What follows belongs to an exercise in optimizing a design on an open flow for small area, a short achievable clock period and few clock cycles per item; a production flow would make more cautious choices.
Function was checked by simulation only, so behaviour that the tests miss may differ from the original.
No activity file was given, so power comes from the tool's default toggle rates.

// fpcvt
module fpcvt (
    input  wire        clk,
    input  wire        rst,
    input  wire        in_valid,
    output wire        in_ready,
    input  wire [31:0] x,
    input  wire [3:0]  fmt,
    input  wire        ovf_ieee,
    input  wire        tern,
    output reg         out_valid,
    output reg  [31:0] y,
    output reg         flag_ovf,
    output reg         flag_nan
);
    assign in_ready = 1'b1;
    reg        v1;
    reg [31:0] x1;
    reg [3:0]  fmt1;
    reg        opt1;
    always @(posedge clk) begin
        if (rst) v1 <= 1'b0;
        else     v1 <= in_valid;
        x1   <= x;
        fmt1 <= fmt;
        opt1 <= fmt[3] ? tern : ovf_ieee;
    end
    wire        s    = x1[31];
    wire [7:0]  ex   = x1[30:23];
    wire [22:0] mx   = x1[22:0];
    wire        exz  = ~|ex;
    wire        exo  = &ex;
    wire        mxz  = ~|mx;
    wire f_fp32 = fmt1 == 4'h0;
    wire f_bf16 = fmt1 == 4'h1;
    wire f_fp16 = fmt1 == 4'h2;
    wire f_e4m3 = fmt1 == 4'h3;
    wire f_e5m2 = fmt1 == 4'h4;
    wire f_e3m2 = fmt1 == 4'h5;
    wire f_e2m3 = fmt1 == 4'h6;
    wire f_e2m1 = fmt1 == 4'h7;
    wire f_i32  = fmt1 == 4'h8;
    wire f_i16  = fmt1 == 4'h9;
    wire f_i8   = fmt1 == 4'hA;
    wire f_u8   = fmt1 == 4'hB;
    wire f_i4   = fmt1 == 4'hC;
    wire f_i2   = fmt1 == 4'hD;
    wire f_bin  = fmt1 == 4'hE;
    wire isint1 = fmt1[3];
    wire [5:0] c1 = f_fp16 ? 6'd6 : f_e4m3 ? 6'd21 : f_e5m2 ? 6'd14 : f_e3m2 ? 6'd26 :
                    f_e2m3 ? 6'd27 : f_e2m1 ? 6'd29 : 6'd30;
    wire [5:0] c2 = f_fp32 ? 6'd8   : f_bf16 ? 6'd24  : f_fp16 ? 6'd21  : (f_e4m3 | f_e2m3) ? 6'd28 :
                    (f_e5m2 | f_e3m2) ? 6'd29 : 6'd30;
    wire       fnorm = f_fp32 | f_bf16 |
                       ((f_fp16 | f_e5m2) & (ex >= 8'd113)) | (f_e4m3 & (ex >= 8'd121)) |
  ...
Size: ~77 I/O pins, roughly 0.0079 sq mm of cells after synthesis.
Settings: LEC_CHECK=0, CAP_MARGIN=20, CORE_MARGIN=2, CORE_UTILIZATION=40, CTS_BUF_LIST=sky130_fd_sc_hd__clkbuf_8, SLEW_MARGIN=20; clock period 17.0 ns.
standard.sh (not shown) runs the stock make flow with config.mk's settings and CLKGATE_MAP_FILE= SYNTH_SCRIPT=/design/flow/synth_recipe.tcl, a recipe that flattens the netlist after the stock synthesis.
==> flow/flow/run.sh <==
#!/bin/bash
set -euo pipefail
export BUFFER_PORTS_ARGS="-buffer_cell sky130_fd_sc_hd__buf_1"
export SETUP_SLACK_MARGIN=12.7
export CTS_ARGS="-sink_clustering_enable -repair_clock_nets -buf_list sky130_fd_sc_hd__clkbuf_8 -dont_use_dummy_load"
bash standard.sh > standard.log 2>&1
The baseline finished with timing, DRC and antenna clean.
Testbench counts at the start, summed over its fixed seeds: cycles 24,024, items 24,000.
Then changed:
==> flow/flow/run.sh (replaced) <==
#!/bin/bash
# The standard layout, with the ports buffered by a plain buffer
# (sky130_fd_sc_hd__buf_2) instead of the delay buffer buffer_ports
# picks by default. Everything else is the standard.sh unchanged.
set -euo pipefail
export BUFFER_PORTS_ARGS="-buffer_cell sky130_fd_sc_hd__buf_2"
bash standard.sh > standard.log 2>&1
--- a/flow/config.mk
+++ b/flow/config.mk
@@ -11 +10,0 @@
-export CTS_BUF_LIST = sky130_fd_sc_hd__clkbuf_8
Outcome: The changed run ran to the end with no violations. Power is higher by 17%. Utilization is higher by 0.81 points. Wire length is lower by 0.89%. Sequential share of layout area is lower by 0.92 points. Design area is higher by 1.8%.
Then changed:
==> flow/flow/run.sh (replaced) <==
#!/bin/bash
set -euo pipefail
export BUFFER_PORTS_ARGS="-buffer_cell sky130_fd_sc_hd__buf_2"
export SETUP_SLACK_MARGIN=12.4
export CTS_ARGS="-sink_clustering_enable -repair_clock_nets -buf_list sky130_fd_sc_hd__clkbuf_8 -dont_use_dummy_load"
bash standard.sh > standard.log 2>&1
--- a/flow/config.mk
+++ b/flow/config.mk
@@ -10,0 +11 @@
+export CTS_BUF_LIST = sky130_fd_sc_hd__clkbuf_8
What happened: Setup slack improved by 0.46 ns. Cell area falls by 3.6%. Cell count falls by about 1.1%. Routed wire length goes down by 0.44%. Total power goes down by about 16%. Area after synthesis is unchanged. Critical path depth goes down by 3. First-iteration DRC count shrinks by 0.75%. Via count went down by 0.82%.
Then changed:
==> flow/run.sh (new file) <==
#!/bin/bash
# synth_recipe.tcl (not shown) runs the flow's synth.tcl, then flattens the netlist and writes it again
# the make line also repeats each setting of config.mk as NAME=value (left out here)
make -C /OpenROAD-flow-scripts/flow DESIGN_CONFIG=/design/flow/config.mk WORK_HOME=/design/flow/orfs CLKGATE_MAP_FILE= SYNTH_SCRIPT=/design/flow/synth_recipe.tcl finish
--- a/flow/config.mk
+++ b/flow/config.mk
@@ -11 +10,0 @@
-export CTS_BUF_LIST = sky130_fd_sc_hd__clkbuf_8
removed: flow/flow/run.sh
removed: flow/standard.sh
Outcome: The changed run completed with no timing, DRC or antenna violations; core utilization goes up by 3.9 points; global-route usage falls by 0.12 points; cell area increases by 8.8%; clock power rose by about 110%; worst hold slack got worse by 0.035 ns; count of clock-buffer cells in the layout stays the same.
Then changed:
==> flow/flow/run.sh (new file) <==
#!/bin/bash
set -euo pipefail
export BUFFER_PORTS_ARGS="-buffer_cell sky130_fd_sc_hd__buf_2"
export SETUP_SLACK_MARGIN=12.6
export CTS_ARGS="-repair_clock_nets -buf_list sky130_fd_sc_hd__clkbuf_8 -dont_use_dummy_load"
bash standard.sh > standard.log 2>&1
==> flow/standard.sh (new file) <==
#!/bin/bash
# synth_recipe.tcl (not shown) runs the flow's synth.tcl, then flattens the netlist and writes it again
# the make line also repeats each setting of config.mk as NAME=value (left out here)
make -C /OpenROAD-flow-scripts/flow DESIGN_CONFIG=/design/flow/config.mk WORK_HOME=/design/flow/orfs CLKGATE_MAP_FILE= SYNTH_SCRIPT=/design/flow/synth_recipe.tcl "${@:-finish}"
--- a/flow/config.mk
+++ b/flow/config.mk
@@ -10,0 +11 @@
+export CTS_BUF_LIST = sky130_fd_sc_hd__clkbuf_8
removed: flow/run.sh
What happened: The changed run completed with no timing, DRC or antenna violations; maximum frequency came out higher by about a fifth; via count is lower slightly; worst setup slack improves by 0.62 ns; non-clock buffer count does not change; register-to-register slack is better by 0.73 ns; clock skew rose by 0.020 ns.

-- re-timing with driven ports --
In the flow no input, the clock included, has a driving cell. The finished layouts below were timed again as built, in two steps. Step 1 assumes that a clkbuf_16 drives the clock port and a buf_2 every other input. Step 2 moves the port delays by t, midway between the first and last clock arrival at a register: inputs arrive t later, outputs are due t later. That takes back most of the time a late clock gives input paths. Slacks: ideal ports / drivers / drivers and shift; pairs: ideal ports / drivers.
run	t, ns	slack for setup (ns)	worst setup path at the end	clock arrival spread, ns
the first run	0.488	12.700 / 12.661 / 12.868	register to register	0.033 / 0.034
the second run	0.474	12.202 / 12.202 / 12.202	register to register	0.010 / 0.011
the third run	0.483	12.663 / 12.663 / 12.663	register to register	0.032 / 0.032
the fourth run	0.474	12.089 / 12.089 / 12.089	register to register	0.015 / 0.015
the fifth run	0.483	12.707 / 12.663 / 12.816	register to register	0.034 / 0.033
After both steps setup and hold are still met in every run listed.
